Background: an optimization exercise with open tools, aiming at small area, a short achievable clock period and few clock cycles per item. Do not read the settings as production practice.
In this exercise RTL edits were held to simulation tests only and were not proved equivalent to the original.

## flow/design.v (module list and top-level ports; edited modules follow where they fit)
// module rs_stage_a: 873 lines
// module rs_stage_b1: 133 lines
// module rs_stage_b2: 68 lines
// module rs_stage_b3: 32 lines
// module dc_rs_decoder: 155 lines
module dc_rs_decoder (
  input  wire         clk,
  input  wire         rst,           
  input  wire         in_valid,
  output wire         in_ready,
  input  wire [159:0] in_sym,        
  input  wire         in_mark_a_vld,
  input  wire [4:0]   in_mark_a,
  input  wire         in_mark_b_vld,
  input  wire [4:0]   in_mark_b,
  output reg          out_valid,
  input  wire         out_ready,
  output wire [127:0] out_data,      
  output wire [1:0]   out_status,    
  output wire [19:0]  out_changed,
  output wire         out_unmarked_vld,
  output wire [4:0]   out_unmarked,
  output wire [31:0]  out_synd
);
  // ...
==> flow/flow/run.sh <==
#!/bin/bash
set -e
export BUFFER_PORTS_ARGS="-buffer_cell sky130_fd_sc_hd__buf_2"
export SETUP_SLACK_MARGIN=14.5
bash standard.sh > standard.log 2>&1
==> flow/standard.sh <==
#!/bin/bash
# synth_recipe.tcl (not shown) runs the flow's synth.tcl, then flattens the netlist and writes it again
# the make line also repeats each setting of config.mk as NAME=value (left out here)
make -C /OpenROAD-flow-scripts/flow DESIGN_CONFIG=/design/flow/config.mk WORK_HOME=/design/flow/orfs CLKGATE_MAP_FILE= SYNTH_SCRIPT=/design/flow/synth_recipe.tcl "${@:-finish}"
==> flow/config.mk <==
export PLATFORM = sky130hd
export DESIGN_NAME = dc_rs_decoder
export DESIGN_NICKNAME = dc_rs_decoder
export VERILOG_FILES = /design/flow/design.v
export SDC_FILE = /design/flow/constraint.sdc
export NUM_CORES = 4
export LEC_CHECK = 0
export ABC_AREA = 1
export CAP_MARGIN = 20
export CORE_MARGIN = 2
export CORE_UTILIZATION = 55
export PLACE_DENSITY = 0.7
export SLEW_MARGIN = 20
==> flow/constraint.sdc <==
create_clock -name core_clock -period 22.0 [get_ports {clk}]
set_input_delay 4.4000 -clock core_clock [delete_from_list [all_inputs] [get_ports {clk}]]
set_output_delay 4.4000 -clock core_clock [all_outputs]
set_load 0.01 [all_outputs]
==> results.txt, run 1 <==
outcome complete, no violations; hold path start r2_dat[4]; Async S/R FF share, synth 0%; most frequent cells in the layout nand2_1, xor2_1, edfxtp_1; Avg Cell Area, Syn 7.65 µm²; count of warnings emitted by yosys 4; die footprint 120000 µm²; WHS 395 ps; origin of the worst setup path r3_status[1]; # diodes 2; CP endpoint out_data[100]; max FFs per register 196; dpl cell area 67600 µm²; Multi-input gate area 37200 µm²; post-DP HPWL 197000 µm; H-tree levels 3; post-synthesis compound-gate area fraction 4.46%; Post-Syn Area 64400 µm²; final core occ 61.0%; post-CTS setup buffer count 6; Synth Register Bits 796; hold-fix buffer count after cts 0; top cell category multi-input combinational cells; Hold Path Cell Cnt 0; met3 Usage GRT 8.79%; DP Worst Slack 14010 ps; Worst setup EP type output pin; CP cell instances inv_1, nand3_1, inv_2, nand2_1, nor2_1, inv_1, nor2_4, inv_1, o22ai_1, a21oi_1, xnor2_2, buf_2; number of cell rows 125
Testbench counts, summed over its fixed seeds: cycles 16,024, items 16,000.
==> inputs of run 2 (changes only) <==
==> flow/flow/run.sh (replaced) <==
#!/bin/bash
set -e
export BUFFER_PORTS_ARGS="-buffer_cell sky130_fd_sc_hd__buf_2"
export SETUP_SLACK_MARGIN=15
bash standard.sh > standard.log 2>&1
==> run 2 against run 1 <==
Synthesized area unchanged. Final cell count up 1.7%. Non-clock buffer count up 165. Sequential cell count unchanged. Clock skew down 3.1 ps. Die area unchanged. Count of clock-buffer cells in the layout unchanged.
==> results.txt, run 2 <==
vias in the first global route 57.2k; critical setup path kind reg2out; # IOs 366; ranking of synthesized cells by area edfxtp_1, nand2_1, xor2_1; Initial Utilization 55.4%; die height 346 µm; Fmax 136 MHz; DRC 0; vias per inst 5.98; Synth top area share 36.9%; Hold Crit Class reg2reg; Core Footprint 116000 µm²; fillers 9714; clk sink count 796; total global-route track usage 42.1%; Clock Tree Buf Depth 3; commonest cells in the netlist nand2_1, xor2_1, edfxtp_1, inv_1, nor2_1; Syn Inst Count 8421; Worst setup EP type output pin; Max FO, Critical Path 5; Avg Cell Area, Syn 7.65 µm² (unchanged); FF-to-FF path depth 29; grt ovf 0; Post-DRT Antenna Nets 0; top_reg_cell synth edfxtp_1; max-cap violation count 0; cts bufs inserted 85; H-tree levels 3 (unchanged); nets@finish 9099; reg-to-reg startpoint r2_mb[0]; max FFs per register 196 (unchanged); Port Buffers 365; largest net degree at the start of global routing 161; drt pass-1 iters 14; Async S/R FF share, synth 0% (unchanged); Critical Path AT 2930 ps; origin of the worst setup path r3_ma[1]; DR WL/cell 25.1 µm; top-count cell post-synth nand2_1; syn_nets 8624; Final min period 7330 ps; unrepaired setup endpoints after global routing yes; Worst-path clk slew 70 ps; final WL 264000 µm; die footprint 120000 µm² (unchanged); CP endpoint out_data[15]; Hold Vio Cnt, Final 0; initial antenna violation count 20; Startpoint Class register; most common cell after layout, fill and taps aside nand2_1; count of warnings emitted by yosys 4 (unchanged); Post-Syn Area 64400 µm² (unchanged); Req. time, crit path 17600 ps; routed via count 62.8k; r2r setup slk 15380 ps; EDFF count, synth 792; CTS Root Cell clkbuf_16; most frequent cells in the layout nand2_1, xor2_1, edfxtp_1; CTS tree yes; number of cell rows 125 (unchanged); placer congestion estimate 1.10; worst skew pair latency 720 ps; synthesis-to-layout area growth 15.9%; post-DP HPWL 197000 µm (unchanged); overall die width 346 µm; final setup TNS 0 ps; First DRT Iteration DRCs 9264; Largest Register sk_beat; Setup Skew 59.6 ps; outcome complete, no violations; layout cells sized above 1 15.0%; Final Cycle Share 33.3%; Seq/Total Area, Yosys 37.0%; Setup-failing EPs final 0; Synth Register Bits 796 (unchanged); Slew @ Worst Pin 1120 ps; count of cell types in the netlist 70; first-pass GRT wire length 375000 µm; Slew Limit Headroom 24.9%; reg-to-reg critical path endpoint r3_mag_b[0]; cell taking the most area after synthesis edfxtp_1; Slew Limit Fails 0
## run 2: cell counts after synthesis
No cell type changed its count.
## run 2: critical path, cell delays in order, from the launching register on
cell,delay [ps]
edfxtp_1,450
inv_2,130
nand2_1,80
nor2_2,140
inv_2,60
nor2_4,160
inv_4,90
nor2_4,180
clkinv_4,80
buf_6,140
o22ai_2,140
a21oi_2,90
xnor2_2,290
buf_2,190
## run 2: per-stage QoR
step                util (%)  area [µm²]  std cells  hold WS (ps)  worst slack [ps]
floorplan                  -       64500       8421           400             13820
global placement        58.2       67600      10141           400             14050
detailed placement      58.2       67600      10141           405             14010
CTS                     62.6       72700      10404           396             14880
global route            64.2       74600      10486           393             14660
finish                  64.2       74600      10489           390             14670
## run 2: kinds of logic (layout without fill, tap and decap cells)
kind of cell | count (synthesis) | count (layout) | share of synthesized area, %
AND/OR/NAND/NOR | 4595 | 4603 | 30.6
XOR/XNOR | 1559 | 1559 | 21.3
buffers and inverters | 966 | 1497 | 5.96
flip-flops | 796 | 796 | 37.0
AO/OA/AOI/OAI | 478 | 478 | 4.46
adder cells (fa/ha/maj) | 27 | 27 | 0.571
other | 0 | 5 | 0
## run 2: worst min-delay path by stage
stage / startpoint / end / slack, ps / cells past startpoint
floorplan: r1_dat[0] / r2_dat[0] / 400 / 0
finish: r2_dat[4] / r3_dat[4] / 390 / 0
CTS: r2_dat[4] / r3_dat[4] / 400 / 0
global route: r2_dat[4] / r3_dat[4] / 390 / 0
detailed placement: r1_dat[19] / r2_dat[19] / 400 / 0
global placement: r2_dat[96] / r3_dat[96] / 400 / 0
## run 2: layer usage
metal  part of all wire [%]  wire [µm]  up-vias  track usage [%]
li1                       -          -    28071                -
met1                     37      98700    29298             55.3
met2                     43     114000     4350             64.1
met3                     12      31800     1025             9.05
met4                    7.3      19300       18             24.7
met5                  0.047        125        -                0
## run 2: what timing repair did
item	4_1_cts	5_1_grt
gates resized for setup	294	243
pin swaps	71	96
gates cloned	4	4
endpoints found under the setup margin	215	193
setup buffers	108	76
hold buffers	0	0
## run 2: area by class of cell
cell class	instances	area [µm²]	area share [%]
flip-flops and latches	796	23900	32.0
clock buffers	100	2180	2.93
diodes	5	12.5	0.0168
clock inverters	51	581	0.778
repair buffers	602	4000	5.36
inverters	744	2880	3.86
well taps	1524	1910	2.55
multi-input cells	6667	39200	52.5
==> inputs of run 3 (changes only) <==
==> flow/run.sh (new file) <==
#!/bin/bash
# synth_recipe.tcl (not shown) runs the flow's synth.tcl, then flattens the netlist and writes it again
# the make line also repeats each setting of config.mk as NAME=value (left out here)
make -C /OpenROAD-flow-scripts/flow DESIGN_CONFIG=/design/flow/config.mk WORK_HOME=/design/flow/orfs CLKGATE_MAP_FILE= SYNTH_SCRIPT=/design/flow/synth_recipe.tcl finish
removed: flow/flow/run.sh
removed: flow/standard.sh
==> run 3 against run 2 <==
Sequential share of layout area grew 1.0 points. Die area did not move. Wire length shrank 4.1%. Fmax down 15%. Synthesized cell count stayed put. Critical endpoint is now out_data[37]. Highest routed layer unchanged.
==> results.txt, run 3 <==
Worst setup EP type output pin; register area 23900 µm² (unchanged); Fmax 116 MHz (-15%); Setup-failing EPs final 0 (unchanged); post-DP HPWL 197000 µm (about the same); routed via count 61.0k (-2.8%); CTS Root Cell clkbuf_16; fillers 10.1k (+4.5%); final setup TNS 0 ps (unchanged); DR WL/cell 24.6 µm (-2.3%); ranking of synthesized cells by area edfxtp_1, nand2_1, xor2_1; Worst-path clk slew 60 ps (about the same); Req. time, crit path 17600 ps (about the same); largest net degree at the start of global routing 94 (-42%); DRC 0 (unchanged); top_reg_cell synth edfxtp_1; cts bufs inserted 85 (unchanged); max FFs per register 196 (unchanged); Setup Skew 52.6 ps (-6.94 ps); First DRT Iteration DRCs 8078 (-13%); Post-DRT Antenna Nets 0 (unchanged); Clock Tree Buf Depth 3 (unchanged); vias in the first global route 56.3k (-1.5%); CTS tree yes; CP cell instances inv_1, nand3_1, inv_1, nand2_1, nor2_1, inv_1, nor2_1, inv_1, o22ai_1, a21oi_1, xnor2_1, clkdlybuf4s50_1; CP max stage delay 760 ps (+310 ps); Critical Path AT 4250 ps (+1320 ps); critical setup path kind reg2out; origin of the worst setup path r3_status[1]; initial antenna violation count 17 (-15%); Slew Limit Fails 0 (unchanged); critical path's most frequent cell inv_1; Startpoint Class register; Avg Cell Area, Syn 7.65 µm² (unchanged); Seq/Total Area, Yosys 37.0% (unchanged); count of cell types in the netlist 70 (unchanged); drt pass-1 iters 9 (-5); reg-to-reg critical path endpoint r3_mag_b[5]; number of cell rows 125 (unchanged); unrepaired setup endpoints after global routing no; cell taking the most area after synthesis edfxtp_1; post-CTS setup buffer count 0 (-100%); r2r setup slk 14290 ps (-1090 ps); Async S/R FF share, synth 0% (unchanged); worst skew pair latency 720 ps (about the same); Synth top area share 36.9% (unchanged); FF-to-FF path depth 35 (+21%); synthesis-to-layout area growth 12.2%; vias per inst 5.92 (-1.1%); Synth Register Bits 796 (unchanged); Max FO, Critical Path 6 (+1); overall die width 346 µm (unchanged); die footprint 120000 µm² (unchanged); hold-fix buffer count after cts 0 (unchanged); total global-route track usage 40.9% (-1.2 points); Final min period 8650 ps (+1320 ps); Initial Utilization 55.4% (unchanged); first-pass GRT wire length 366000 µm (-2.4%); Hold Vio Cnt, Final 0 (unchanged); outcome complete, no violations; placer congestion estimate 1.11 (+1.2%); Multi-input gate area 36700 µm² (-6.3%); syn_nets 8624 (unchanged); final WL 253000 µm (-4.1%); count of warnings emitted by yosys 4 (unchanged); top-count cell post-synth nand2_1; EDFF count, synth 792 (unchanged); cts repair resizes 0 (-100%); CP endpoint out_data[37]; H-tree levels 3 (unchanged); Syn Inst Count 8421 (unchanged); Port Buffers 365 (unchanged); most common cell after layout, fill and taps aside nand2_1; Post-Syn Area 64400 µm² (unchanged); Slew @ Worst Pin 1250 ps (+134 ps); Slew Limit Headroom 14.6% (-10 points); # IOs 366 (unchanged); Core Footprint 116000 µm² (unchanged); reg-to-reg startpoint r2_mb[1]; grt ovf 0 (unchanged); most frequent cells in the layout nand2_1, xor2_1, edfxtp_1; clk sink count 796 (unchanged); Hold Crit Class reg2reg; max-cap violation count 0 (unchanged); layout cells sized above 1 5.36% (-9.6 points); Final Cycle Share 39.3% (+6.0 points); Max stage delay cell, worst path xnor2_1; Largest Register sk_beat; nets@finish 8903 (-2.2%); die height 346 µm (unchanged); commonest cells in the netlist nand2_1, xor2_1, edfxtp_1, inv_1, nor2_1; WHS 410 ps (+19.9 ps)
[run 3: worst min path at each step]
stage               depth (start not counted)  slack, ps           to   startpoint
CTS                                         0        420   r2_dat[25]   r1_dat[25]
floorplan                                   0        400    r2_dat[0]    r1_dat[0]
detailed placement                          0        400  r3_dat[101]  r2_dat[101]
global placement                            0        400   r3_dat[33]   r2_dat[33]
finish                                      0        410   r3_dat[94]   r2_dat[94]
global route                                0        420   r2_dat[93]   r1_dat[93]
[run 3: final cells by class]
cell class                      instances  share of cell area [%]
Clock buffer                           94                    3.02
Timing Repair Buffer                  414                    5.56
Sequential cell                       796                    33.0
Tap cell                             1524                    2.64
Antenna cell                            5                  0.0173
Clock inverter                         65                    1.04
Multi-Input combinational cell       6659                    50.8
Inverter                              744                    3.89
[run 3: critical path: cells and delay by family, from the launching register on]
family | cells | cell delay (ps)
compound gates | 2 | 280
xor+xnor | 1 | 760
buf+inv | 5 | 1250
flops | 1 | 390
simple gates | 4 | 860
[run 3: layer usage]
layer / wire, µm / GRT usage (%)
met4: 18700 / 25.1
met3: 29900 / 8.10
met1: 95100 / 53.8
met5: 47 / 0
met2: 109000 / 62.3
[run 3: cells by family (layout without fill, tap and decap cells)]
kind of cell	Yosys count	count (layout)	share of synthesized area, %
and+or+nand+nor	4595	4595	30.6
xor gates and xnor gates	1559	1559	21.3
buffers and inverters	966	1317	5.96
DFF	796	796	37.0
AOI/OAI and AO/OA	478	478	4.46
adders and majority gates	27	27	0.571
other	0	5	0
[run 3: through the flow]
step | setup slack, ps | cell area (µm²) | cells | utilization (%)
6_report | 13350 | 72300 | 10301 | 62.2
5_1_grt | 13250 | 72300 | 10298 | 62.2
4_1_cts | 13550 | 72300 | 10296 | 62.2
3_5_place_dp | 13510 | 69300 | 10137 | 59.7
3_3_place_gp | 13520 | 69300 | 10137 | 59.7
2_1_floorplan | 8230 | 64400 | 8421 | -
==> module rs_stage_b1, before the edit <==
module rs_stage_b1 (
  input  wire [31:0]  synd,
  input  wire         va,
  input  wire [4:0]   ma,
  input  wire         vb,
  input  wire [4:0]   mb,
  input  wire [7:0]   l1,
  input  wire [7:0]   l2,
  input  wire [7:0]   lx,
  output wire [1:0]   status,
  output wire         en_p,      
  output wire [4:0]   p,
  output wire [7:0]   q,
  output wire [7:0]   f1
);
  function [7:0] gf_mul;
    input [7:0] a;
    input [7:0] b;
    integer k;
    reg [7:0] p;
    reg [7:0] aa;
    begin
      p  = 8'h00;
      aa = a;
      for (k = 0; k < 8; k = k + 1) begin
        if (b[k]) p = p ^ aa;
        aa = aa[7] ? ({aa[6:0], 1'b0} ^ 8'h1D) : {aa[6:0], 1'b0};
      end
      gf_mul = p;
    end
  endfunction
  function [7:0] gf_sqr;
    input [7:0] a;
    begin
      gf_sqr[0] = a[0] ^ a[4] ^ a[6] ^ a[7];
      gf_sqr[1] = a[7];
      gf_sqr[2] = a[1] ^ a[4] ^ a[5] ^ a[6];
      gf_sqr[3] = a[4] ^ a[6];
      gf_sqr[4] = a[2] ^ a[4] ^ a[5] ^ a[7];
      gf_sqr[5] = a[5];
      gf_sqr[6] = a[3] ^ a[5] ^ a[6];
      gf_sqr[7] = a[6];
    end
  endfunction
  function [7:0] loc_inv;
    input [4:0] x;
    begin
      loc_inv[0] = (x == 5'd0) | (x == 5'd1) | (x == 5'd2) | (x == 5'd7) | (x == 5'd9) | (x == 5'd10) | (x == 5'd11) | (x == 5'd12) | (x == 5'd16) | (x == 5'd17) | (x == 5'd19);
      loc_inv[1] = (x == 5'd0) | (x == 5'd1) | (x == 5'd2) | (x == 5'd3) | (x == 5'd8) | (x == 5'd10) | (x == 5'd11) | (x == 5'd12) | (x == 5'd13) | (x == 5'd17) | (x == 5'd18);
      loc_inv[2] = (x == 5'd3) | (x == 5'd4) | (x == 5'd7) | (x == 5'd10) | (x == 5'd13) | (x == 5'd14) | (x == 5'd16) | (x == 5'd17) | (x == 5'd18);
      loc_inv[3] = (x == 5'd0) | (x == 5'd1) | (x == 5'd2) | (x == 5'd4) | (x == 5'd5) | (x == 5'd7) | (x == 5'd8) | (x == 5'd9) | (x == 5'd10) | (x == 5'd12) | (x == 5'd14) | (x == 5'd15) | (x == 5'd16) | (x == 5'd18);
      loc_inv[4] = (x == 5'd3) | (x == 5'd5) | (x == 5'd6) | (x == 5'd7) | (x == 5'd8) | (x == 5'd12) | (x == 5'd13) | (x == 5'd15);
      loc_inv[5] = (x == 5'd4) | (x == 5'd6) | (x == 5'd7) | (x == 5'd8) | (x == 5'd9) | (x == 5'd13) | (x == 5'd14) | (x == 5'd16);
      loc_inv[6] = (x == 5'd0) | (x == 5'd5) | (x == 5'd7) | (x == 5'd8) | (x == 5'd9) | (x == 5'd10) | (x == 5'd14) | (x == 5'd15) | (x == 5'd17);
      loc_inv[7] = (x == 5'd0) | (x == 5'd1) | (x == 5'd6) | (x == 5'd8) | (x == 5'd9) | (x == 5'd10) | (x == 5'd11) | (x == 5'd15) | (x == 5'd16) | (x == 5'd18);
    end
  endfunction
  wire [7:0] s0 = synd[7:0];
  wire [7:0] s1 = synd[15:8];
  wire [7:0] s2 = synd[23:16];
  wire [7:0] s3 = synd[31:24];
  wire       e2 = va & vb;
  wire       e1 = va ^ vb;
  wire [4:0] m1 = va ? ma : mb;
  wire [7:0] p10 = gf_mul(lx, s0);
  wire [7:0] p11 = gf_mul(l1, s1);
  wire [7:0] p12 = gf_mul(l1, s2);
  wire [7:0] p20 = gf_mul(l2, s0);
  wire [7:0] p21 = gf_mul(l2, s1);
  wire [7:0] fa = e2 ? (s2 ^ p11 ^ p20) : e1 ? (s1 ^ p10) : s0;
  wire [7:0] fb = e2 ? (s3 ^ p12 ^ p21) : e1 ? (s2 ^ p11) : s1;
  wire [7:0] fc = e1 ? (s3 ^ p12) : s2;
  assign q  = s1 ^ p10;
  assign f1 = gf_mul(fa, loc_inv(m1));
  wire [7:0] fk [0:19];
  assign fk[0] = fa;
  assign fk[1] = {fk[0][6:0], 1'b0} ^ (fk[0][7] ? 8'h1D : 8'h00);
  assign fk[2] = {fk[1][6:0], 1'b0} ^ (fk[1][7] ? 8'h1D : 8'h00);
  assign fk[3] = {fk[2][6:0], 1'b0} ^ (fk[2][7] ? 8'h1D : 8'h00);
  assign fk[4] = {fk[3][6:0], 1'b0} ^ (fk[3][7] ? 8'h1D : 8'h00);
  assign fk[5] = {fk[4][6:0], 1'b0} ^ (fk[4][7] ? 8'h1D : 8'h00);
  assign fk[6] = {fk[5][6:0], 1'b0} ^ (fk[5][7] ? 8'h1D : 8'h00);
  assign fk[7] = {fk[6][6:0], 1'b0} ^ (fk[6][7] ? 8'h1D : 8'h00);
  assign fk[8] = {fk[7][6:0], 1'b0} ^ (fk[7][7] ? 8'h1D : 8'h00);
  assign fk[9] = {fk[8][6:0], 1'b0} ^ (fk[8][7] ? 8'h1D : 8'h00);
  assign fk[10] = {fk[9][6:0], 1'b0} ^ (fk[9][7] ? 8'h1D : 8'h00);
  assign fk[11] = {fk[10][6:0], 1'b0} ^ (fk[10][7] ? 8'h1D : 8'h00);
  assign fk[12] = {fk[11][6:0], 1'b0} ^ (fk[11][7] ? 8'h1D : 8'h00);
  assign fk[13] = {fk[12][6:0], 1'b0} ^ (fk[12][7] ? 8'h1D : 8'h00);
  assign fk[14] = {fk[13][6:0], 1'b0} ^ (fk[13][7] ? 8'h1D : 8'h00);
  assign fk[15] = {fk[14][6:0], 1'b0} ^ (fk[14][7] ? 8'h1D : 8'h00);
  assign fk[16] = {fk[15][6:0], 1'b0} ^ (fk[15][7] ? 8'h1D : 8'h00);
  assign fk[17] = {fk[16][6:0], 1'b0} ^ (fk[16][7] ? 8'h1D : 8'h00);
  assign fk[18] = {fk[17][6:0], 1'b0} ^ (fk[17][7] ? 8'h1D : 8'h00);
  assign fk[19] = {fk[18][6:0], 1'b0} ^ (fk[18][7] ? 8'h1D : 8'h00);
  wire [19:0] hit;
  assign hit[0] = (fb == fk[19]);
  assign hit[1] = (fb == fk[18]);
  assign hit[2] = (fb == fk[17]);
  assign hit[3] = (fb == fk[16]);
  assign hit[4] = (fb == fk[15]);
  assign hit[5] = (fb == fk[14]);
  assign hit[6] = (fb == fk[13]);
  assign hit[7] = (fb == fk[12]);
  assign hit[8] = (fb == fk[11]);
  assign hit[9] = (fb == fk[10]);
  assign hit[10] = (fb == fk[9]);
  assign hit[11] = (fb == fk[8]);
  assign hit[12] = (fb == fk[7]);
  assign hit[13] = (fb == fk[6]);
  assign hit[14] = (fb == fk[5]);
  assign hit[15] = (fb == fk[4]);
  assign hit[16] = (fb == fk[3]);
  assign hit[17] = (fb == fk[2]);
  assign hit[18] = (fb == fk[1]);
  assign hit[19] = (fb == fk[0]);
  assign p[0] = hit[1] | hit[3] | hit[5] | hit[7] | hit[9] | hit[11] | hit[13] | hit[15] | hit[17] | hit[19];
  assign p[1] = hit[2] | hit[3] | hit[6] | hit[7] | hit[10] | hit[11] | hit[14] | hit[15] | hit[18] | hit[19];
  assign p[2] = hit[4] | hit[5] | hit[6] | hit[7] | hit[12] | hit[13] | hit[14] | hit[15];
  assign p[3] = hit[8] | hit[9] | hit[10] | hit[11] | hit[12] | hit[13] | hit[14] | hit[15];
  assign p[4] = hit[16] | hit[17] | hit[18] | hit[19];
  wire       clean = (synd == 32'd0);
  wire       anz   = (fa != 8'd0);
  wire       allz  = ~anz & (fb == 8'd0) & (e2 | (fc == 8'd0));
  wire       fnd   = |hit;
  wire       cons  = e2 | ((gf_sqr(fb) == gf_mul(fa, fc)) &
                           (e1 | (gf_sqr(fc) == gf_mul(fb, s3))));
  wire       notm  = ~(va & hit[ma]) & ~(vb & hit[mb]);
  wire       ok    = anz & fnd & cons & notm;
  wire       corr = ~clean & (ok | allz);
  assign en_p   = corr & ok;
  assign status = clean ? 2'd0 : corr ? 2'd1 : 2'd3;
endmodule
==> module rs_stage_b2, before the edit <==
module rs_stage_b2 (
  input  wire [7:0]   s0,
  input  wire         va,
  input  wire [4:0]   ma,
  input  wire         vb,
  input  wire [4:0]   mb,
  input  wire [4:0]   p,
  input  wire [7:0]   q,
  input  wire [7:0]   f1,
  output wire [7:0]   yp,
  output wire [7:0]   mag_a,
  output wire [7:0]   mag_b
);
  function [7:0] gf_mul;
    input [7:0] a;
    input [7:0] b;
    integer k;
    reg [7:0] p;
    reg [7:0] aa;
    begin
      p  = 8'h00;
      aa = a;
      for (k = 0; k < 8; k = k + 1) begin
        if (b[k]) p = p ^ aa;
        aa = aa[7] ? ({aa[6:0], 1'b0} ^ 8'h1D) : {aa[6:0], 1'b0};
      end
      gf_mul = p;
    end
  endfunction
  function [7:0] loc_inv;
    input [4:0] x;
    begin
      loc_inv[0] = (x == 5'd0) | (x == 5'd1) | (x == 5'd2) | (x == 5'd7) | (x == 5'd9) | (x == 5'd10) | (x == 5'd11) | (x == 5'd12) | (x == 5'd16) | (x == 5'd17) | (x == 5'd19);
      loc_inv[1] = (x == 5'd0) | (x == 5'd1) | (x == 5'd2) | (x == 5'd3) | (x == 5'd8) | (x == 5'd10) | (x == 5'd11) | (x == 5'd12) | (x == 5'd13) | (x == 5'd17) | (x == 5'd18);
      loc_inv[2] = (x == 5'd3) | (x == 5'd4) | (x == 5'd7) | (x == 5'd10) | (x == 5'd13) | (x == 5'd14) | (x == 5'd16) | (x == 5'd17) | (x == 5'd18);
      loc_inv[3] = (x == 5'd0) | (x == 5'd1) | (x == 5'd2) | (x == 5'd4) | (x == 5'd5) | (x == 5'd7) | (x == 5'd8) | (x == 5'd9) | (x == 5'd10) | (x == 5'd12) | (x == 5'd14) | (x == 5'd15) | (x == 5'd16) | (x == 5'd18);
      loc_inv[4] = (x == 5'd3) | (x == 5'd5) | (x == 5'd6) | (x == 5'd7) | (x == 5'd8) | (x == 5'd12) | (x == 5'd13) | (x == 5'd15);
      loc_inv[5] = (x == 5'd4) | (x == 5'd6) | (x == 5'd7) | (x == 5'd8) | (x == 5'd9) | (x == 5'd13) | (x == 5'd14) | (x == 5'd16);
      loc_inv[6] = (x == 5'd0) | (x == 5'd5) | (x == 5'd7) | (x == 5'd8) | (x == 5'd9) | (x == 5'd10) | (x == 5'd14) | (x == 5'd15) | (x == 5'd17);
      loc_inv[7] = (x == 5'd0) | (x == 5'd1) | (x == 5'd6) | (x == 5'd8) | (x == 5'd9) | (x == 5'd10) | (x == 5'd11) | (x == 5'd15) | (x == 5'd16) | (x == 5'd18);
    end
  endfunction
  function [7:0] zi_of;
    input [5:0] x;
    begin
      zi_of[0] = (x == 6'd46) | (x == 6'd47) | (x == 6'd49) | (x == 6'd50) | (x == 6'd51) | (x == 6'd53) | (x == 6'd56) | (x == 6'd57) | (x == 6'd60) | (x == 6'd63) | (x == 6'd2) | (x == 6'd3) | (x == 6'd5) | (x == 6'd6) | (x == 6'd9) | (x == 6'd10) | (x == 6'd12) | (x == 6'd16) | (x == 6'd19);
      zi_of[1] = (x == 6'd45) | (x == 6'd46) | (x == 6'd48) | (x == 6'd49) | (x == 6'd54) | (x == 6'd58) | (x == 6'd60) | (x == 6'd62) | (x == 6'd2) | (x == 6'd4) | (x == 6'd6) | (x == 6'd10) | (x == 6'd15) | (x == 6'd16) | (x == 6'd18) | (x == 6'd19);
      zi_of[2] = (x == 6'd46) | (x == 6'd47) | (x == 6'd48) | (x == 6'd51) | (x == 6'd52) | (x == 6'd53) | (x == 6'd57) | (x == 6'd58) | (x == 6'd59) | (x == 6'd61) | (x == 6'd62) | (x == 6'd63) | (x == 6'd1) | (x == 6'd2) | (x == 6'd3) | (x == 6'd5) | (x == 6'd6) | (x == 6'd7) | (x == 6'd11) | (x == 6'd12) | (x == 6'd13) | (x == 6'd16) | (x == 6'd17) | (x == 6'd18);
      zi_of[3] = (x == 6'd47) | (x == 6'd49) | (x == 6'd54) | (x == 6'd55) | (x == 6'd58) | (x == 6'd59) | (x == 6'd61) | (x == 6'd3) | (x == 6'd5) | (x == 6'd6) | (x == 6'd9) | (x == 6'd10) | (x == 6'd15) | (x == 6'd17);
      zi_of[4] = (x == 6'd47) | (x == 6'd53) | (x == 6'd54) | (x == 6'd57) | (x == 6'd58) | (x == 6'd60) | (x == 6'd61) | (x == 6'd63) | (x == 6'd1) | (x == 6'd3) | (x == 6'd4) | (x == 6'd6) | (x == 6'd7) | (x == 6'd10) | (x == 6'd11) | (x == 6'd17);
      zi_of[5] = (x == 6'd45) | (x == 6'd46) | (x == 6'd48) | (x == 6'd51) | (x == 6'd53) | (x == 6'd54) | (x == 6'd55) | (x == 6'd56) | (x == 6'd59) | (x == 6'd60) | (x == 6'd62) | (x == 6'd63) | (x == 6'd1) | (x == 6'd2) | (x == 6'd4) | (x == 6'd5) | (x == 6'd8) | (x == 6'd9) | (x == 6'd10) | (x == 6'd11) | (x == 6'd13) | (x == 6'd16) | (x == 6'd18) | (x == 6'd19);
      zi_of[6] = (x == 6'd45) | (x == 6'd47) | (x == 6'd48) | (x == 6'd50) | (x == 6'd51) | (x == 6'd53) | (x == 6'd54) | (x == 6'd57) | (x == 6'd58) | (x == 6'd59) | (x == 6'd60) | (x == 6'd63) | (x == 6'd1) | (x == 6'd4) | (x == 6'd5) | (x == 6'd6) | (x == 6'd7) | (x == 6'd10) | (x == 6'd11) | (x == 6'd13) | (x == 6'd14) | (x == 6'd16) | (x == 6'd17) | (x == 6'd19);
      zi_of[7] = (x == 6'd47) | (x == 6'd49) | (x == 6'd50) | (x == 6'd51) | (x == 6'd52) | (x == 6'd54) | (x == 6'd55) | (x == 6'd56) | (x == 6'd59) | (x == 6'd61) | (x == 6'd62) | (x == 6'd63) | (x == 6'd1) | (x == 6'd2) | (x == 6'd3) | (x == 6'd5) | (x == 6'd8) | (x == 6'd9) | (x == 6'd10) | (x == 6'd12) | (x == 6'd13) | (x == 6'd14) | (x == 6'd15) | (x == 6'd17);
    end
  endfunction
  wire       e2 = va & vb;
  wire       e1 = va ^ vb;
  wire [4:0] m1 = va ? ma : mb;
  wire [7:0] w   = gf_mul(f1, zi_of({1'b0, m1} - {1'b0, p}));
  wire [7:0] g   = gf_mul(loc_inv(mb), zi_of({1'b0, mb} - {1'b0, p}));
  wire [7:0] yp2 = gf_mul(w, g);
  assign yp = e2 ? yp2 : e1 ? w : s0;
  wire [7:0] il  = gf_mul(loc_inv(mb), zi_of({1'b0, mb} - {1'b0, ma}));
  wire [7:0] ya2 = gf_mul(q ^ w, il);
  wire [7:0] y1  = s0 ^ yp;
  assign mag_a = e2 ? ya2 : y1;
  assign mag_b = e2 ? (y1 ^ ya2) : y1;
endmodule
==> module rs_stage_b3, before the edit <==
module rs_stage_b3 (
  input  wire [127:0] dat,
  input  wire         va,
  input  wire [4:0]   ma,
  input  wire         vb,
  input  wire [4:0]   mb,
  input  wire         en_p,
  input  wire         corr,      
  input  wire [4:0]   p,
  input  wire [7:0]   yp,
  input  wire [7:0]   mag_a,
  input  wire [7:0]   mag_b,
  output wire [127:0] data,
  output wire [19:0]  changed
);
  wire yp_nz = |yp;
  wire ma_nz = |mag_a;
  wire mb_nz = |mag_b;
  genvar c;
  generate
    for (c = 0; c < 20; c = c + 1) begin : g_chip
      wire sel_p = en_p & (p == c);
      wire sel_a = corr & va & (ma == c);
      wire sel_b = corr & vb & (mb == c);
      assign changed[c] = (sel_p & yp_nz) | (sel_a & ma_nz) | (sel_b & mb_nz);
      if (c < 16) begin : g_dat
        assign data[8*c +: 8] = dat[8*c +: 8] ^ (({8{sel_p}} & yp) |
                                ({8{sel_a}} & mag_a) | ({8{sel_b}} & mag_b));
      end
    end
  endgenerate
endmodule
==> module dc_rs_decoder, before the edit <==
module dc_rs_decoder (
  input  wire         clk,
  input  wire         rst,           
  input  wire         in_valid,
  output wire         in_ready,
  input  wire [159:0] in_sym,        
  input  wire         in_mark_a_vld,
  input  wire [4:0]   in_mark_a,
  input  wire         in_mark_b_vld,
  input  wire [4:0]   in_mark_b,
  output reg          out_valid,
  input  wire         out_ready,
  output wire [127:0] out_data,      
  output wire [1:0]   out_status,    
  output wire [19:0]  out_changed,
  output wire         out_unmarked_vld,
  output wire [4:0]   out_unmarked,
  output wire [31:0]  out_synd
);
  reg  r1_valid, r2_valid, sk_valid;
  wire adv3 = !out_valid || out_ready;
  wire adv2 = !r2_valid || adv3;
  wire adv1 = !r1_valid || adv2;
  wire take = in_valid && !sk_valid;
  assign in_ready = !sk_valid;
  wire [31:0] a_synd;
  wire [7:0]  a_l1, a_l2, a_lx;
  rs_stage_a u_a (
    .sym (in_sym),
    .va (in_mark_a_vld), .ma (in_mark_a), .vb (in_mark_b_vld), .mb (in_mark_b),
    .synd (a_synd), .l1 (a_l1), .l2 (a_l2), .lx (a_lx)
  );
  wire [195:0] a_beat = {a_l1, a_l2, a_lx,
                         in_mark_b_vld, in_mark_b, in_mark_a_vld, in_mark_a,
                         a_synd, in_sym[127:0]};
  reg  [195:0] sk_beat;
  always @(posedge clk) begin
    if (rst) begin
      sk_valid <= 1'b0;
    end else if (take && !adv1) begin
      sk_valid <= 1'b1;
    end else if (adv1) begin
      sk_valid <= 1'b0;
    end
  end
  always @(posedge clk) begin
    if (take && !adv1) begin
      sk_beat <= a_beat;
    end
  end
  reg [127:0] r1_dat;
  reg [31:0]  r1_synd;
  reg [7:0]   r1_l1, r1_l2, r1_lx;
  reg         r1_va, r1_vb;
  reg [4:0]   r1_ma, r1_mb;
  always @(posedge clk) begin
    if (rst) begin
      r1_valid <= 1'b0;
    end else if (adv1) begin
      r1_valid <= sk_valid || take;
    end
  end
  always @(posedge clk) begin
    if (adv1 && (sk_valid || take)) begin
      {r1_l1, r1_l2, r1_lx, r1_vb, r1_mb, r1_va, r1_ma, r1_synd, r1_dat} <=
        sk_valid ? sk_beat : a_beat;
    end
  end
  wire [1:0] b1_status;
  wire       b1_en_p;
  wire [4:0] b1_p;
  wire [7:0] b1_q, b1_f1;
  rs_stage_b1 u_b1 (
    .synd (r1_synd),
    .va (r1_va), .ma (r1_ma), .vb (r1_vb), .mb (r1_mb),
    .l1 (r1_l1), .l2 (r1_l2), .lx (r1_lx),
    .status (b1_status), .en_p (b1_en_p), .p (b1_p),
    .q (b1_q), .f1 (b1_f1)
  );
  reg [127:0] r2_dat;
  reg [31:0]  r2_synd;
  reg [7:0]   r2_q, r2_f1;
  reg [1:0]   r2_status;
  reg         r2_en_p;
  reg [4:0]   r2_p;
  reg         r2_va, r2_vb;
  reg [4:0]   r2_ma, r2_mb;
  always @(posedge clk) begin
    if (rst) begin
      r2_valid <= 1'b0;
    end else if (adv2) begin
      r2_valid <= r1_valid;
    end
  end
  always @(posedge clk) begin
    if (adv2 && r1_valid) begin
      r2_dat    <= r1_dat;
      r2_synd   <= r1_synd;
      r2_q      <= b1_q;
      r2_f1     <= b1_f1;
      r2_status <= b1_status;
      r2_en_p   <= b1_en_p;
      r2_p      <= b1_p;
      r2_va     <= r1_va;  r2_ma <= r1_ma;
      r2_vb     <= r1_vb;  r2_mb <= r1_mb;
    end
  end
  wire [7:0] b2_yp, b2_mag_a, b2_mag_b;
  rs_stage_b2 u_b2 (
    .s0 (r2_synd[7:0]),
    .va (r2_va), .ma (r2_ma), .vb (r2_vb), .mb (r2_mb),
    .p (r2_p), .q (r2_q), .f1 (r2_f1),
    .yp (b2_yp), .mag_a (b2_mag_a), .mag_b (b2_mag_b)
  );
  reg [127:0] r3_dat;
  reg [31:0]  r3_synd;
  reg [7:0]   r3_yp, r3_mag_a, r3_mag_b;
  reg [1:0]   r3_status;
  reg         r3_en_p;
  reg [4:0]   r3_p;
  reg         r3_va, r3_vb;
  reg [4:0]   r3_ma, r3_mb;
  always @(posedge clk) begin
    if (rst) begin
      out_valid <= 1'b0;
    end else if (adv3) begin
      out_valid <= r2_valid;
    end
  end
  always @(posedge clk) begin
    if (adv3 && r2_valid) begin
      r3_dat    <= r2_dat;
      r3_synd   <= r2_synd;
      r3_yp     <= b2_yp;
      r3_mag_a  <= b2_mag_a;
      r3_mag_b  <= b2_mag_b;
      r3_status <= r2_status;
      r3_en_p   <= r2_en_p;
      r3_p      <= r2_p;
      r3_va     <= r2_va;  r3_ma <= r2_ma;
      r3_vb     <= r2_vb;  r3_mb <= r2_mb;
    end
  end
  rs_stage_b3 u_b3 (
    .dat (r3_dat),
    .va (r3_va), .ma (r3_ma), .vb (r3_vb), .mb (r3_mb),
    .en_p (r3_en_p), .corr (r3_status == 2'd1), .p (r3_p),
    .yp (r3_yp), .mag_a (r3_mag_a), .mag_b (r3_mag_b),
    .data (out_data), .changed (out_changed)
  );
  assign out_status       = r3_status;
  assign out_unmarked_vld = r3_en_p;
  assign out_unmarked     = r3_p;
  assign out_synd         = r3_synd;
endmodule
==> inputs of run 4 (changes only) <==
--- a/flow/design.v
+++ b/flow/design.v
@@ -880,9 +880,10 @@
   input  wire [7:0]   l1,
   input  wire [7:0]   l2,
   input  wire [7:0]   lx,
-  output wire [1:0]   status,
-  output wire         en_p,      
-  output wire [4:0]   p,
+  output wire         clean,     
+  output wire         allz,      
+  output wire         okp,       
+  output wire [4:0]   p,         
   output wire [7:0]   q,
   output wire [7:0]   f1
 );
@@ -992,17 +993,13 @@
   assign p[2] = hit[4] | hit[5] | hit[6] | hit[7] | hit[12] | hit[13] | hit[14] | hit[15];
   assign p[3] = hit[8] | hit[9] | hit[10] | hit[11] | hit[12] | hit[13] | hit[14] | hit[15];
   assign p[4] = hit[16] | hit[17] | hit[18] | hit[19];
-  wire       clean = (synd == 32'd0);
   wire       anz   = (fa != 8'd0);
-  wire       allz  = ~anz & (fb == 8'd0) & (e2 | (fc == 8'd0));
   wire       fnd   = |hit;
   wire       cons  = e2 | ((gf_sqr(fb) == gf_mul(fa, fc)) &
                            (e1 | (gf_sqr(fc) == gf_mul(fb, s3))));
-  wire       notm  = ~(va & hit[ma]) & ~(vb & hit[mb]);
-  wire       ok    = anz & fnd & cons & notm;
-  wire       corr = ~clean & (ok | allz);
-  assign en_p   = corr & ok;
-  assign status = clean ? 2'd0 : corr ? 2'd1 : 2'd3;
+  assign clean = (synd == 32'd0);
+  assign allz  = ~anz & (fb == 8'd0) & (e2 | (fc == 8'd0));
+  assign okp   = anz & fnd & cons;
 endmodule
 module rs_stage_b2 (
   input  wire [7:0]   s0,
@@ -1013,9 +1010,15 @@
   input  wire [4:0]   p,
   input  wire [7:0]   q,
   input  wire [7:0]   f1,
+  input  wire         clean,
+  input  wire         allz,
+  input  wire         okp,
+  output wire [1:0]   status,
+  output wire         en_p,      
   output wire [7:0]   yp,
   output wire [7:0]   mag_a,
-  output wire [7:0]   mag_b
+  output wire [7:0]   mag_b,
+  output wire [2:0]   nz         
 );
   function [7:0] gf_mul;
     input [7:0] a;
@@ -1071,6 +1074,11 @@
   wire [7:0] y1  = s0 ^ yp;
   assign mag_a = e2 ? ya2 : y1;
   assign mag_b = e2 ? (y1 ^ ya2) : y1;
+  assign nz    = {|mag_b, |mag_a, |yp};
+  wire       ok   = okp & ~(va & (p == ma)) & ~(vb & (p == mb));
+  wire       corr = ~clean & (ok | allz);
+  assign en_p   = corr & ok;
+  assign status = clean ? 2'd0 : corr ? 2'd1 : 2'd3;
 endmodule
 module rs_stage_b3 (
   input  wire [127:0] dat,
@@ -1084,12 +1092,13 @@
   input  wire [7:0]   yp,
   input  wire [7:0]   mag_a,
   input  wire [7:0]   mag_b,
+  input  wire [2:0]   nz,
   output wire [127:0] data,
   output wire [19:0]  changed
 );
-  wire yp_nz = |yp;
-  wire ma_nz = |mag_a;
-  wire mb_nz = |mag_b;
+  wire yp_nz = nz[0];
+  wire ma_nz = nz[1];
+  wire mb_nz = nz[2];
   genvar c;
   generate
     for (c = 0; c < 20; c = c + 1) begin : g_chip
@@ -1172,22 +1181,20 @@
         sk_valid ? sk_beat : a_beat;
     end
   end
-  wire [1:0] b1_status;
-  wire       b1_en_p;
+  wire       b1_clean, b1_allz, b1_okp;
   wire [4:0] b1_p;
   wire [7:0] b1_q, b1_f1;
   rs_stage_b1 u_b1 (
     .synd (r1_synd),
     .va (r1_va), .ma (r1_ma), .vb (r1_vb), .mb (r1_mb),
     .l1 (r1_l1), .l2 (r1_l2), .lx (r1_lx),
-    .status (b1_status), .en_p (b1_en_p), .p (b1_p),
+    .clean (b1_clean), .allz (b1_allz), .okp (b1_okp), .p (b1_p),
     .q (b1_q), .f1 (b1_f1)
   );
   reg [127:0] r2_dat;
   reg [31:0]  r2_synd;
   reg [7:0]   r2_q, r2_f1;
-  reg [1:0]   r2_status;
-  reg         r2_en_p;
+  reg         r2_clean, r2_allz, r2_okp;
   reg [4:0]   r2_p;
   reg         r2_va, r2_vb;
   reg [4:0]   r2_ma, r2_mb;
@@ -1204,23 +1211,28 @@
       r2_synd   <= r1_synd;
       r2_q      <= b1_q;
       r2_f1     <= b1_f1;
-      r2_status <= b1_status;
-      r2_en_p   <= b1_en_p;
+      r2_clean  <= b1_clean;  r2_allz <= b1_allz;  r2_okp <= b1_okp;
       r2_p      <= b1_p;
       r2_va     <= r1_va;  r2_ma <= r1_ma;
       r2_vb     <= r1_vb;  r2_mb <= r1_mb;
     end
   end
+  wire [1:0] b2_status;
+  wire       b2_en_p;
   wire [7:0] b2_yp, b2_mag_a, b2_mag_b;
+  wire [2:0] b2_nz;
   rs_stage_b2 u_b2 (
     .s0 (r2_synd[7:0]),
     .va (r2_va), .ma (r2_ma), .vb (r2_vb), .mb (r2_mb),
     .p (r2_p), .q (r2_q), .f1 (r2_f1),
-    .yp (b2_yp), .mag_a (b2_mag_a), .mag_b (b2_mag_b)
+    .clean (r2_clean), .allz (r2_allz), .okp (r2_okp),
+    .status (b2_status), .en_p (b2_en_p),
+    .yp (b2_yp), .mag_a (b2_mag_a), .mag_b (b2_mag_b), .nz (b2_nz)
   );
   reg [127:0] r3_dat;
   reg [31:0]  r3_synd;
   reg [7:0]   r3_yp, r3_mag_a, r3_mag_b;
+  reg [2:0]   r3_nz;
   reg [1:0]   r3_status;
   reg         r3_en_p;
   reg [4:0]   r3_p;
@@ -1240,8 +1252,9 @@
       r3_yp     <= b2_yp;
       r3_mag_a  <= b2_mag_a;
       r3_mag_b  <= b2_mag_b;
-      r3_status <= r2_status;
-      r3_en_p   <= r2_en_p;
+      r3_nz     <= b2_nz;
+      r3_status <= b2_status;
+      r3_en_p   <= b2_en_p;
       r3_p      <= r2_p;
       r3_va     <= r2_va;  r3_ma <= r2_ma;
       r3_vb     <= r2_vb;  r3_mb <= r2_mb;
@@ -1251,7 +1264,7 @@
     .dat (r3_dat),
     .va (r3_va), .ma (r3_ma), .vb (r3_vb), .mb (r3_mb),
     .en_p (r3_en_p), .corr (r3_status == 2'd1), .p (r3_p),
-    .yp (r3_yp), .mag_a (r3_mag_a), .mag_b (r3_mag_b),
+    .yp (r3_yp), .mag_a (r3_mag_a), .mag_b (r3_mag_b), .nz (r3_nz),
     .data (out_data), .changed (out_changed)
   );
   assign out_status       = r3_status;
==> flow/flow/run.sh (new file) <==
#!/bin/bash
set -e
export BUFFER_PORTS_ARGS="-buffer_cell sky130_fd_sc_hd__buf_2"
export SETUP_SLACK_MARGIN=14.5
bash standard.sh > standard.log 2>&1
==> flow/standard.sh (new file) <==
#!/bin/bash
# synth_recipe.tcl (not shown) runs the flow's synth.tcl, then flattens the netlist and writes it again
# the make line also repeats each setting of config.mk as NAME=value (left out here)
make -C /OpenROAD-flow-scripts/flow DESIGN_CONFIG=/design/flow/config.mk WORK_HOME=/design/flow/orfs CLKGATE_MAP_FILE= SYNTH_SCRIPT=/design/flow/synth_recipe.tcl "${@:-finish}"
removed: flow/run.sh
==> run 4 against run 3 <==
Still clean. Setup slack improved by 1000 ps. First-iteration DRC count rose by 17%. Count of clock-buffer cells in the layout is the same.
==> results.txt, run 4 <==
outcome complete, no violations; Max stage delay cell, worst path edfxtp_1; EDFF count, synth 795 (+0.38%); synthesis-to-layout area growth 9.54%; DR WL/cell 24.0 µm (-2.1%); DP Worst Slack 13980 ps (+471 ps); max FFs per register 196 (unchanged); Synth Register Bits 799 (+0.38%); overall die width 355 µm (+2.4%); Slew Limit Headroom 17.4% (+2.8 points); count of warnings emitted by yosys 4 (unchanged); final WL 271000 µm (+7.3%); WHS 375 ps (-35.4 ps); Largest Register sk_beat; first-pass GRT wire length 391000 µm (+6.8%); Max FO, Critical Path 9 (+3); vias in the first global route 60.3k (+7.2%); hold-fix buffer count after cts 0 (unchanged); top_reg_cell synth edfxtp_1; Final min period 7630 ps (-1030 ps); Critical Path AT 3230 ps (-1020 ps); drt pass-1 iters 10 (+1); ranking of synthesized cells by area edfxtp_1, nand2_1, xor2_1; total global-route track usage 41.7% (+0.79 points); reg-to-reg critical path endpoint r3_nz[1]; r2r setup slk 14980 ps (+690 ps); number of cell rows 128 (+2.4%); critical path's most frequent cell nand2_1; critical setup path kind reg2out; Buf+Inv Stages, Crit Path 1 (-4); Post-Syn Area 67600 µm² (+5.0%); Startpoint Class register; Initial Utilization 55.5% (about the same); CTS Root Cell clkbuf_16; cell taking the most area after synthesis edfxtp_1; FF-to-FF path depth 36 (+2.9%); DRC 0 (unchanged); Final Cycle Share 34.7% (-4.7 points); Core Footprint 122000 µm² (+4.9%); top-count cell post-synth nand2_1; Hold Vio Cnt, Final 0 (unchanged); origin of the worst setup path r3_p[1]; Syn Inst Count 9350 (+11%); commonest cells in the netlist nand2_1, nand3_1, edfxtp_1, xor2_1, inv_1; CP cell instances nor2_1, nand2_1, nor2_2, nand2_1, o221ai_2, xor2_2, buf_2; die footprint 126000 µm² (+4.9%); Hold Crit Class reg2reg; cts bufs inserted 80 (-5.9%); max-cap violation count 0 (unchanged); Hold Path Cell Cnt 0 (unchanged); final core occ 60.8% (-1.4 points); post-DP HPWL 209000 µm (+6.1%); # IOs 366 (unchanged); die height 355 µm (+2.4%); Worst path depth 7 (-5); H-tree levels 3 (unchanged); dpl cell area 70600 µm² (+1.7%); fin cells 11.3k (+9.6%); grt ovf 0 (unchanged); CTS tree yes; worst skew pair latency 710 ps (about the same); final setup TNS 0 ps (unchanged); routed via count 66.4k (+8.9%); family with the most delay on the worst path simple AND/OR/NAND/NOR gates; unrepaired setup endpoints after global routing yes; Synth top area share 35.3% (-1.6 points); fillers 10.8k (+6.7%); syn_nets 9553 (+11%); CP max stage delay 620 ps (-140 ps); Slew @ Worst Pin 1220 ps (-25.6 ps); Clock Tree Buf Depth 3 (unchanged); Setup Skew 61.9 ps (+9.30 ps); Seq/Total Area, Yosys 35.4% (-1.6 points); Hold Crit Endpoint r3_dat[44]; Slew Limit Fails 0 (unchanged); Async S/R FF share, synth 0% (unchanged); DP Cell Count 11.1k (+9.7%); vias per inst 5.88 (-0.61%); cell area after layout 74100 µm² (+2.5%); Worst setup EP type output pin; Fmax 131 MHz (+13%); clk sink count 799 (+0.38%); layout cells sized above 1 10.7% (+5.4 points); Avg Cell Area, Syn 7.23 µm² (-5.4%); largest net degree at the start of global routing 149 (+59%); PnR worst setup slack 14370 ps (+1030 ps); hold path start r2_dat[44]; count of cell types in the netlist 73 (+4.3%); First DRT Iteration DRCs 9423 (+17%); Setup-failing EPs final 0 (unchanged); Req. time, crit path 17600 ps (about the same); most frequent cells in the layout nand2_1, nand3_1, edfxtp_1; most common cell after layout, fill and taps aside nand2_1; reg-to-reg startpoint r2_mb[0]; Worst-path clk slew 70 ps (about the same); Post-DRT Antenna Nets 0 (unchanged); placer congestion estimate 1.10 (-0.58%); Port Buffers 365 (unchanged); initial antenna violation count 14 (-3); nets@finish 9799 (+10%)
-- run 4: worst reg2reg max path: cells and delay by family, from the launching register on --
kind,cells,cell delay [ps]
and+or+nand+nor,27,3620
AOI/OAI and AO/OA,1,280
DFF,1,550
buffers and inverters,5,1030
xor gates and xnor gates,1,700
adders and majority gates,2,630
-- run 4: layer usage --
| metal | track usage [%] | wire length [µm] | vias up |
|---|---|---|---|
| li1 | - | - | 30346 |
| met1 | 54.5 | 103000 | 30779 |
| met2 | 64.5 | 118000 | 4351 |
| met3 | 8.21 | 30200 | 935 |
| met4 | 24.2 | 19500 | 8 |
| met5 | 0 | 224 | - |
-- run 4: what timing repair did --
item                       in CTS  in global routing
pin swaps                       1                  9
cloned                          0                  2
setup endpoints to repair      27                113
setup buffers                   1                 12
resized for setup              54                 65
-- run 4: worst max-delay path by stage --
stage                        end
floorplan              r1_dat[0]
global placement      r2_dat[46]
detailed placement    r2_dat[86]
CTS                 out_data[98]
global route         out_data[0]
finish               out_data[0]
-- run 4: kinds of logic (layout without fill, tap and decap cells) --
logic type | after synthesis | after routing | share of synthesized area [%]
AO/OA/AOI/OAI | 417 | 417 | 3.84
XOR/XNOR | 1383 | 1383 | 18.1
adder cells (fa/ha/maj) | 27 | 27 | 0.544
buffers and inverters | 1116 | 1426 | 6.71
flip-flops | 799 | 799 | 35.4
other | 0 | 3 | 0
AND/OR/NAND/NOR | 5608 | 5608 | 35.4
-- run 4: layout make-up --
class | count | area (µm²) | area share [%]
flip-flops and latches | 799 | 24000 | 32.3
repair inverters | 2 | 10.0 | 0.0135
well taps | 1625 | 2030 | 2.74
inverters | 857 | 3270 | 4.41
clock buffers | 94 | 2060 | 2.79
diodes | 3 | 7.51 | 0.0101
multi-input cells | 7435 | 39800 | 53.8
clock inverters | 52 | 636 | 0.858
repair buffers | 421 | 2280 | 3.08
Testbench counts of run 4, summed over its fixed seeds: cycles 16,024, items 16,000.

-- what the ideal ports hide --
The flow's constraints put no driver on any port. The routed layouts listed below were extracted and timed again, unchanged, in two steps.
Step 1 (the two cells are an assumption about what drives the block):
set clk [get_ports {clk}]
set_driving_cell -lib_cell sky130_fd_sc_hd__clkbuf_16 $clk
set_driving_cell -lib_cell sky130_fd_sc_hd__buf_2 [delete_from_list [all_inputs] $clk]
Step 2 also shifts input and output timing later by t, the mid clock arrival at the registers, as if the neighbouring blocks saw the same clock.
Three values: ideal, step 1, step 2; two values: the first two.
run | t (ns) | slack for setup (ns) | worst hold slack (ns) | latest minus earliest clock arrival (ns)
run 1 | 0.768 | 14.444 / 14.360 / 14.014 | 0.395 / 0.395 / 0.395 | 0.078 / 0.079
run 2 | 0.768 | 14.671 / 14.584 / 14.207 | 0.390 / 0.390 / 0.390 | 0.073 / 0.073
run 3 | 0.764 | 13.347 / 13.267 / 13.320 | 0.410 / 0.410 / 0.410 | 0.068 / 0.069
run 4 | 0.768 | 14.375 / 14.292 / 14.204 | 0.375 / 0.375 / 0.375 | 0.083 / 0.083
After both steps every run listed still meets setup and hold. For run 2, which loses most, drivers alone change the setup slack by -0.087 ns; drivers and shift together by -0.464 ns.
